This design comes from an exercise in tuning for small area and a short achievable clock period on the open sky130 flow, not from production work. Only simulation tests tie the RTL to the original design; equivalence was not proved. Power figures rest on the tool's default switching activity, not on a simulated workload.

## the previous run
==> module qos_out_arb, before the edit <==
module qos_out_arb (
    input  wire        clk,
    input  wire        rst,           
    input  wire [17:0] cfg_level,     
    input  wire [71:0] cfg_weight,    
    input  wire [7:0]  cfg_starve,    
    input  wire        arb_en,        
    input  wire [9:0]  req,           
    input  wire [35:0] req_cells,     
    output wire        gnt_valid,
    output wire [3:0]  gnt_id,
    output wire [15:0] starve_promotions
);
    localparam N = 9;
    reg        [1:0] lvl      [0:N-1];    
    reg        [7:0] used     [0:N-1];
    reg        [3:0] ptr      [0:3];
    reg       [13:0] wait_cnt [0:N-1];    
    reg       [15:0] promo_cnt;
    assign starve_promotions = promo_cnt;
    reg  [N-1:0] starved;
    reg  [2:0]   key [0:N-1];
    reg  [N-1:0] beats [0:N-1];    
    reg  [N-1:0] first;            
    reg  [N-1:0] onehot;           
    reg  [3:0]   any_at;           
    reg  [N-1:0] passed;
    reg  [3:0]   win;
    reg  [3:0]   win_next;
    reg  [1:0]   win_level;
    integer e, j;
    always @(*) begin
        for (e = 0; e < N; e = e + 1) begin
            starved[e] = lvl[e] == 2'd0 && cfg_level[2*e +: 2] != 2'd0;
            key[e] = {lvl[e], e < ptr[lvl[e]]};
        end
        for (e = 0; e < N; e = e + 1)
            for (j = 0; j < N; j = j + 1)
                beats[e][j] = (e < j) ? key[e] <= key[j] : key[e] < key[j];
        for (e = 0; e < N; e = e + 1) begin
            first[e] = 1'b1;
            for (j = 0; j < N; j = j + 1)
                if (j != e && req[j] && !beats[e][j])
                    first[e] = 1'b0;
        end
        onehot = first & req[8:0];
        any_at = 4'd0;
        for (e = 0; e < N; e = e + 1)
            if (req[e])
                any_at[lvl[e]] = 1'b1;
        for (e = 0; e < N; e = e + 1)
            passed[e] = first[e] & ~req[e] & any_at[lvl[e]];
        win = 4'd0;
        win_next = 4'd0;
        win_level = 2'd0;
        for (e = 0; e < N; e = e + 1)
            if (onehot[e]) begin
                win = win | e;
                win_next = win_next | ((e + 1) % N);
                win_level = win_level | lvl[e];
            end
    end
    assign gnt_valid = arb_en & |req;
    assign gnt_id    = req[9] ? 4'd9 : win;
    wire grant_entry = arb_en & ~req[9];    
    reg  [7:0] u_w;
    reg  [7:0] w_w;
    reg  [3:0] c_w;
    reg  [8:0] s;             
    reg  [9:0] t;             
    reg        refill;        
    reg  [4:0] lim;           
    reg  [7:0] used_new;
    always @(*) begin
        u_w = 8'd0;
        w_w = 8'd0;
        c_w = 4'd0;
        for (e = 0; e < N; e = e + 1)
            if (onehot[e]) begin
                u_w = u_w | used[e];
                w_w = w_w | cfg_weight[8*e +: 8];
                c_w = c_w | req_cells[4*e +: 4];
            end
        s = {1'b0, u_w} + {5'd0, c_w} + 9'd1;
        t = {1'b0, s} - {2'b00, w_w};
        refill = ~t[9];
        lim = {1'b0, w_w[3:0]} + 5'd9;
        if (!refill)
            used_new = s[7:0];
        else if (w_w[7:4] == 4'd0 && t[4:0] > lim)
            used_new = {3'd0, lim};
        else
            used_new = {3'd0, t[4:0]};
    end
    wire [13:0] wait_zero = {8'd0 - cfg_starve, 6'd0};
    wire       guard_off = cfg_starve == 8'd0;
    reg  [N-1:0] gi, clr, hit, promo;
    reg  [3:0]   promo_add;
    integer i;
    always @(*) begin
        promo_add = 4'd0;
        for (i = 0; i < N; i = i + 1) begin
            gi[i]    = grant_entry & onehot[i];
            clr[i]   = cfg_level[2*i +: 2] == 2'd0 || guard_off || !req[i];
            hit[i]   = &wait_cnt[i];
            promo[i] = !gi[i] && !clr[i] && hit[i] && !starved[i];
            promo_add = promo_add + {3'd0, promo[i]};
        end
    end
    always @(posedge clk) begin
        for (i = 0; i < N; i = i + 1) begin
            if (rst || (grant_entry && passed[i]))
                used[i] <= 8'd0;
            else if (gi[i])
                used[i] <= used_new;
            if (rst || gi[i] || clr[i] || hit[i])
                wait_cnt[i] <= wait_zero;
            else
                wait_cnt[i] <= wait_cnt[i] + 14'd1;
            if (rst || gi[i])
                lvl[i] <= cfg_level[2*i +: 2];
            else if (promo[i])
                lvl[i] <= 2'd0;
        end
        for (i = 0; i < 4; i = i + 1)
            if (rst)
                ptr[i] <= 4'd0;
            else if (grant_entry && |onehot && refill && win_level == i)
                ptr[i] <= win_next;
        if (rst)
            promo_cnt <= 16'd0;
        else
            promo_cnt <= promo_cnt + {12'd0, promo_add};
    end
endmodule
Settings: LEC_CHECK=0, CAP_MARGIN=20, CORE_MARGIN=2, CORE_UTILIZATION=40, PLACE_DENSITY=0.6, SLEW_MARGIN=20; clock period 26.0 ns.
standard.sh (not shown) runs the stock make flow with config.mk's settings and CLKGATE_MAP_FILE= SYNTH_SCRIPT=/design/flow/synth_recipe.tcl, a recipe that flattens the netlist after the stock synthesis.
==> flow/flow/run.sh <==
#!/bin/bash
# The standard layout with three changes:
# * synthesis maps the logic with flow/area.abc, an area-oriented ABC script
#   (flow/synth.tcl is synth_recipe.tcl with the abc call pointed at it), and
#   leaves adders to ABC instead of mapping them to full-adder cells first;
#   the registers come out of the same steps as in the standard synthesis;
# * each port gets a plain buf_2 instead of the delay buffer buffer_ports picks;
# * clock tree synthesis uses smaller clock buffers and no dummy loads.
set -uo pipefail
F=$PWD/flow
export MY_ABC_SCRIPT=$F/area.abc
export BUFFER_PORTS_ARGS="-buffer_cell sky130_fd_sc_hd__buf_2"
export CTS_ARGS="-sink_clustering_enable -repair_clock_nets -dont_use_dummy_load -buf_list {sky130_fd_sc_hd__clkbuf_8} -sink_clustering_size 14 -sink_clustering_max_diameter 100"
bash standard.sh SYNTH_SCRIPT=$F/synth.tcl ADDER_MAP_FILE= finish > standard.log 2>&1
==> flow/flow/area.abc <==
strash
dc2
&get -n
&dch -f
&nf -R 1000
&put
topo
stime -c
==> flow/flow/synth.tcl <==
proc synth {args} { yosys synth -nofsm -noshare {*}$args }
proc abc {args} {
  set i [lsearch -exact $args -script]
  if {$i >= 0 && [info exists ::env(MY_ABC_SCRIPT)]} { lset args [expr {$i + 1}] $::env(MY_ABC_SCRIPT) }
  yosys abc {*}$args
}
source $::env(SCRIPTS_DIR)/synth.tcl
# left out here: clear keep_hierarchy, flatten, clean up, hide names made inside functions, write 1_2_yosys.v
Setup changes, the previous run to the current run
diff --git a/flow/design.v b/flow/design.v
--- a/flow/design.v
+++ b/flow/design.v
@@ -16,5 +16,6 @@
     reg        [7:0] used     [0:N-1];
     reg        [3:0] ptr      [0:3];
-    reg       [13:0] wait_cnt [0:N-1];    
+    reg        [5:0] wait_lo  [0:N-1];
+    reg        [7:0] wait_hi  [0:N-1];
     reg       [15:0] promo_cnt;
     assign starve_promotions = promo_cnt;
@@ -93,5 +94,5 @@
             used_new = {3'd0, t[4:0]};
     end
-    wire [13:0] wait_zero = {8'd0 - cfg_starve, 6'd0};
+    wire [7:0] starve_m1 = cfg_starve - 8'd1;
     wire       guard_off = cfg_starve == 8'd0;
     reg  [N-1:0] gi, clr, hit, promo;
@@ -103,5 +104,5 @@
             gi[i]    = grant_entry & onehot[i];
             clr[i]   = cfg_level[2*i +: 2] == 2'd0 || guard_off || !req[i];
-            hit[i]   = &wait_cnt[i];
+            hit[i]   = wait_lo[i] == 6'd63 && wait_hi[i] == starve_m1;
             promo[i] = !gi[i] && !clr[i] && hit[i] && !starved[i];
             promo_add = promo_add + {3'd0, promo[i]};
@@ -114,8 +115,12 @@
             else if (gi[i])
                 used[i] <= used_new;
-            if (rst || gi[i] || clr[i] || hit[i])
-                wait_cnt[i] <= wait_zero;
-            else
-                wait_cnt[i] <= wait_cnt[i] + 14'd1;
+            if (rst || gi[i] || clr[i] || hit[i]) begin
+                wait_lo[i] <= 6'd0;
+                wait_hi[i] <= 8'd0;
+            end else begin
+                wait_lo[i] <= wait_lo[i] + 6'd1;
+                if (wait_lo[i] == 6'd63)
+                    wait_hi[i] <= wait_hi[i] + 8'd1;
+            end
             if (rst || gi[i])
                 lvl[i] <= cfg_level[2*i +: 2];
## What came out
- Looking at the reports, the current run completed the entire flow and the layout it produced met the timing, DRC and antenna checks.
- Compared with the previous run, the current run is the less power-hungry design.
- Compare the previous run and the current run | part of the total power dissipated in combinational logic lower: the previous run
- Number of setup buffers added after CTS came out exactly the same in the previous run and the current run.
- The current run vs the previous run, average size of a mapped cell went up by 1.4%.
- Measured against the previous run, the power density over the cells of the current run comes out at 0.949 times the reference value.
- On the current run: fraction of layout instances using a drive strength above 1 is 0.38 points higher than what the previous run gave.
- The current run against the previous run: detailed-placement wirelength estimate has decreased; count of placed standard cells in the final layout, fillers left out +about 1.7%; minimum clock period rose by 0.21 ns; wire length down about 2.7%.
- The current run and the previous run ended up with roughly the same post-route core utilization.

## east
The RTL this note starts from:
==> flow/design.v <==
module qos_out_arb (
    input  wire        clk,
    input  wire        rst,           
    input  wire [17:0] cfg_level,     
    input  wire [71:0] cfg_weight,    
    input  wire [7:0]  cfg_starve,    
    input  wire        arb_en,        
    input  wire [9:0]  req,           
    input  wire [35:0] req_cells,     
    output wire        gnt_valid,
    output wire [3:0]  gnt_id,
    output wire [15:0] starve_promotions
);
    localparam N = 9;
    reg        [1:0] lvl      [0:N-1];    
    reg        [7:0] used     [0:N-1];
    reg        [3:0] ptr      [0:3];
    reg       [13:0] wait_cnt [0:N-1];    
    reg       [15:0] promo_cnt;
    assign starve_promotions = promo_cnt;
    reg  [N-1:0] starved;
    reg  [2:0]   key [0:N-1];
    reg  [N-1:0] beats [0:N-1];    
    reg  [N-1:0] first;            
    reg  [N-1:0] onehot;           
    reg  [N-1:0] passed;
    reg  [3:0]   win;
    reg  [3:0]   win_next;
    reg  [1:0]   win_level;
    integer e, j;
    always @(*) begin
        for (e = 0; e < N; e = e + 1) begin
            starved[e] = lvl[e] == 2'd0 && cfg_level[2*e +: 2] != 2'd0;
            key[e] = {lvl[e], e < ptr[lvl[e]]};
        end
        for (e = 0; e < N; e = e + 1)
            for (j = 0; j < N; j = j + 1)
                beats[e][j] = (e < j) ? key[e] <= key[j] : key[e] < key[j];
        for (e = 0; e < N; e = e + 1) begin
            first[e] = 1'b1;
            for (j = 0; j < N; j = j + 1)
                if (j != e && req[j] && !beats[e][j])
                    first[e] = 1'b0;
        end
        onehot = first & req[8:0];
        win = 4'd0;
        win_next = 4'd0;
        win_level = 2'd0;
        for (e = 0; e < N; e = e + 1)
            if (onehot[e]) begin
                win = win | e;
                win_next = win_next | ((e + 1) % N);
                win_level = win_level | lvl[e];
            end
        for (e = 0; e < N; e = e + 1)
            passed[e] = first[e] & ~req[e] & (lvl[e] == win_level) & |req[8:0];
    end
    assign gnt_valid = arb_en & |req;
    assign gnt_id    = req[9] ? 4'd9 : win;
    wire grant_entry = arb_en & ~req[9];    
    reg  [7:0] u_w;
    reg  [7:0] w_w;
    reg  [3:0] c_w;
    reg  [8:0] s;             
    reg  [9:0] t;             
    reg        refill;        
    reg  [4:0] lim;           
    reg  [7:0] used_new;
    always @(*) begin
        u_w = 8'd0;
        w_w = 8'd0;
        c_w = 4'd0;
        for (e = 0; e < N; e = e + 1)
            if (onehot[e]) begin
                u_w = u_w | used[e];
                w_w = w_w | cfg_weight[8*e +: 8];
                c_w = c_w | req_cells[4*e +: 4];
            end
        s = {1'b0, u_w} + {5'd0, c_w} + 9'd1;
        t = {1'b0, s} - {2'b00, w_w};
        refill = ~t[9];
        lim = {1'b0, w_w[3:0]} + 5'd9;
        if (!refill)
            used_new = s[7:0];
        else if (w_w[7:4] == 4'd0 && t[4:0] > lim)
            used_new = {3'd0, lim};
        else
            used_new = {3'd0, t[4:0]};
    end
    wire [13:0] wait_zero = {8'd0 - cfg_starve, 6'd0};
    wire       guard_off = cfg_starve == 8'd0;
    reg  [N-1:0] gi, clr, hit, promo;
    reg  [3:0]   promo_add;
    integer i;
    always @(*) begin
        promo_add = 4'd0;
        for (i = 0; i < N; i = i + 1) begin
            gi[i]    = grant_entry & onehot[i];
            clr[i]   = cfg_level[2*i +: 2] == 2'd0 || guard_off || !req[i];
            hit[i]   = &wait_cnt[i];
            promo[i] = !gi[i] && !clr[i] && hit[i] && !starved[i];
            promo_add = promo_add + {3'd0, promo[i]};
        end
    end
    always @(posedge clk) begin
        for (i = 0; i < N; i = i + 1) begin
            if (rst || (grant_entry && passed[i]))
                used[i] <= 8'd0;
            else if (gi[i])
                used[i] <= used_new;
            if (rst || gi[i] || clr[i] || hit[i])
                wait_cnt[i] <= wait_zero;
            else
                wait_cnt[i] <= wait_cnt[i] + 14'd1;
            if (rst || gi[i])
                lvl[i] <= cfg_level[2*i +: 2];
            else if (promo[i])
                lvl[i] <= 2'd0;
        end
        for (i = 0; i < 4; i = i + 1)
            if (rst)
                ptr[i] <= 4'd0;
            else if (grant_entry && |onehot && refill && win_level == i)
                ptr[i] <= win_next;
        if (rst)
            promo_cnt <= 16'd0;
        else
            promo_cnt <= promo_cnt + {12'd0, promo_add};
    end
endmodule
export LEC_CHECK = 0
export CAP_MARGIN = 20
export CORE_MARGIN = 2
export CORE_UTILIZATION = 40
export PLACE_DENSITY = 0.6
export SLEW_MARGIN = 20
create_clock -name core_clock -period 26.0 [get_ports {clk}]
==> flow/flow/run.sh <==
#!/bin/bash
# The standard layout with these changes:
# * synthesis maps the logic with flow/area.abc, an area-oriented ABC script
#   (flow/synth.tcl is synth_recipe.tcl with the abc call pointed at it), and
#   leaves adders to ABC instead of mapping them to full-adder cells first;
#   the registers come out of the same steps as in the standard synthesis;
# * each port gets a plain buf_1 instead of the delay buffer buffer_ports picks,
#   and after global placement flow/upsize_ports.tcl makes the buffers of the
#   ports on the request-to-grant path buf_4 (inputs) and buf_2 (outputs);
# * clock tree synthesis uses smaller clock buffers and no dummy loads.
set -uo pipefail
F=$PWD/flow
export MY_ABC_SCRIPT=$F/area.abc
export BUFFER_PORTS_ARGS="-buffer_cell sky130_fd_sc_hd__buf_1"
export POST_GLOBAL_PLACE_TCL=$F/upsize_ports.tcl
export CTS_ARGS="-sink_clustering_enable -repair_clock_nets -dont_use_dummy_load -buf_list {sky130_fd_sc_hd__clkbuf_8} -sink_clustering_size 12 -sink_clustering_max_diameter 80"
export SETUP_SLACK_MARGIN=14.2
bash standard.sh SYNTH_SCRIPT=$F/synth.tcl ADDER_MAP_FILE= finish > standard.log 2>&1
==> flow/flow/upsize_ports.tcl <==
# Port buffers start as buf_1; the ports on the request-to-grant path get stronger ones.
set block [ord::get_db_block]
foreach bterm [$block getBTerms] {
  set name [$bterm getName]
  if {[regexp {^(req\[\d+\]|arb_en)$} $name]} {
    set cell sky130_fd_sc_hd__buf_4
  } elseif {[regexp {^(gnt_id\[\d+\]|gnt_valid)$} $name]} {
    set cell sky130_fd_sc_hd__buf_2
  } else {
    continue
  }
  set net [$bterm getNet]
  foreach iterm [$net getITerms] {
    set inst [$iterm getInst]
    if {[string match "sky130_fd_sc_hd__buf_*" [[$inst getMaster] getName]]} {
      replace_cell [$inst getName] $cell
    }
  }
}
Scripts as last shown in full above: flow/flow/area.abc, flow/flow/synth.tcl
east ran to completion and came out clean on the timing, DRC and antenna checks.
Changes in south relative to east:
--- a/flow/design.v
+++ b/flow/design.v
@@ -24,4 +24,5 @@
     reg  [N-1:0] first;            
     reg  [N-1:0] onehot;           
+    reg  [3:0]   any_at;           
     reg  [N-1:0] passed;
     reg  [3:0]   win;
@@ -44,4 +45,10 @@
         end
         onehot = first & req[8:0];
+        any_at = 4'd0;
+        for (e = 0; e < N; e = e + 1)
+            if (req[e])
+                any_at[lvl[e]] = 1'b1;
+        for (e = 0; e < N; e = e + 1)
+            passed[e] = first[e] & ~req[e] & any_at[lvl[e]];
         win = 4'd0;
         win_next = 4'd0;
@@ -53,6 +60,4 @@
                 win_level = win_level | lvl[e];
             end
-        for (e = 0; e < N; e = e + 1)
-            passed[e] = first[e] & ~req[e] & (lvl[e] == win_level) & |req[8:0];
     end
     assign gnt_valid = arb_en & |req;
==> comparison <==
| share of layout cells above drive strength 1 | south vs east | 1.3 points lower |
Delta (south minus east): initial antenna violation count has decreased; relative contribution of combinational cells to total power has decreased; routing usage on met3 has decreased; post-synthesis adder-cell area fraction has remained practically unchanged; number of cells produced by synthesis has increased.
As of south, number of global-route vias before repair had risen by a little under 10% compared to east.
For the buffering stage count on the worst path with inverters included, south came in 1 higher than east did.
south -> east: synthesis-stage register bit count delta 0, exact match
Changes observed in south relative to east: non-clock buffer count now sits lower; path depth of the worst reg2reg path now sits lower; data arrival time of the worst path now sits lower.
Changes observed in south relative to east: total power -about 0.36%, fraction of power spent switching nets +0.42 points.

## separate check: timing with driven ports
How much do the figures lean on ideal ports? The routed layouts below were timed once more, with nothing changed but the port constraints. Step 1 sets driving cells, clkbuf_16 on the clock port and buf_2 on the other inputs (assumed; they add their load-dependent delay and slew). Step 2 adds t to the input delays and takes it off the output delays; t is the mean of the earliest and latest rising clock arrival at the registers after step 1. Input paths then give back, and output paths get back, about the clock's delay inside the block. Slacks: no drivers / after step 1 / after step 2; pairs: no drivers / after step 1.
run | shift t [ns] | setup slack, ns | slew at the worst register clock pin (ns)
the previous run | 0.570 | 13.510 / 13.472 / 13.472 | 0.11 / 0.11
the current run | 0.593 | 13.302 / 13.277 / 13.277 | 0.10 / 0.10
east | 0.588 | 14.167 / 14.121 / 14.122 | 0.09 / 0.09
south | 0.580 | 14.198 / 14.128 / 14.128 | 0.09 / 0.09
After both steps every run listed still meets setup and hold. For south, which loses most, drivers alone change the setup slack by -0.070 ns; drivers and shift together by -0.070 ns.
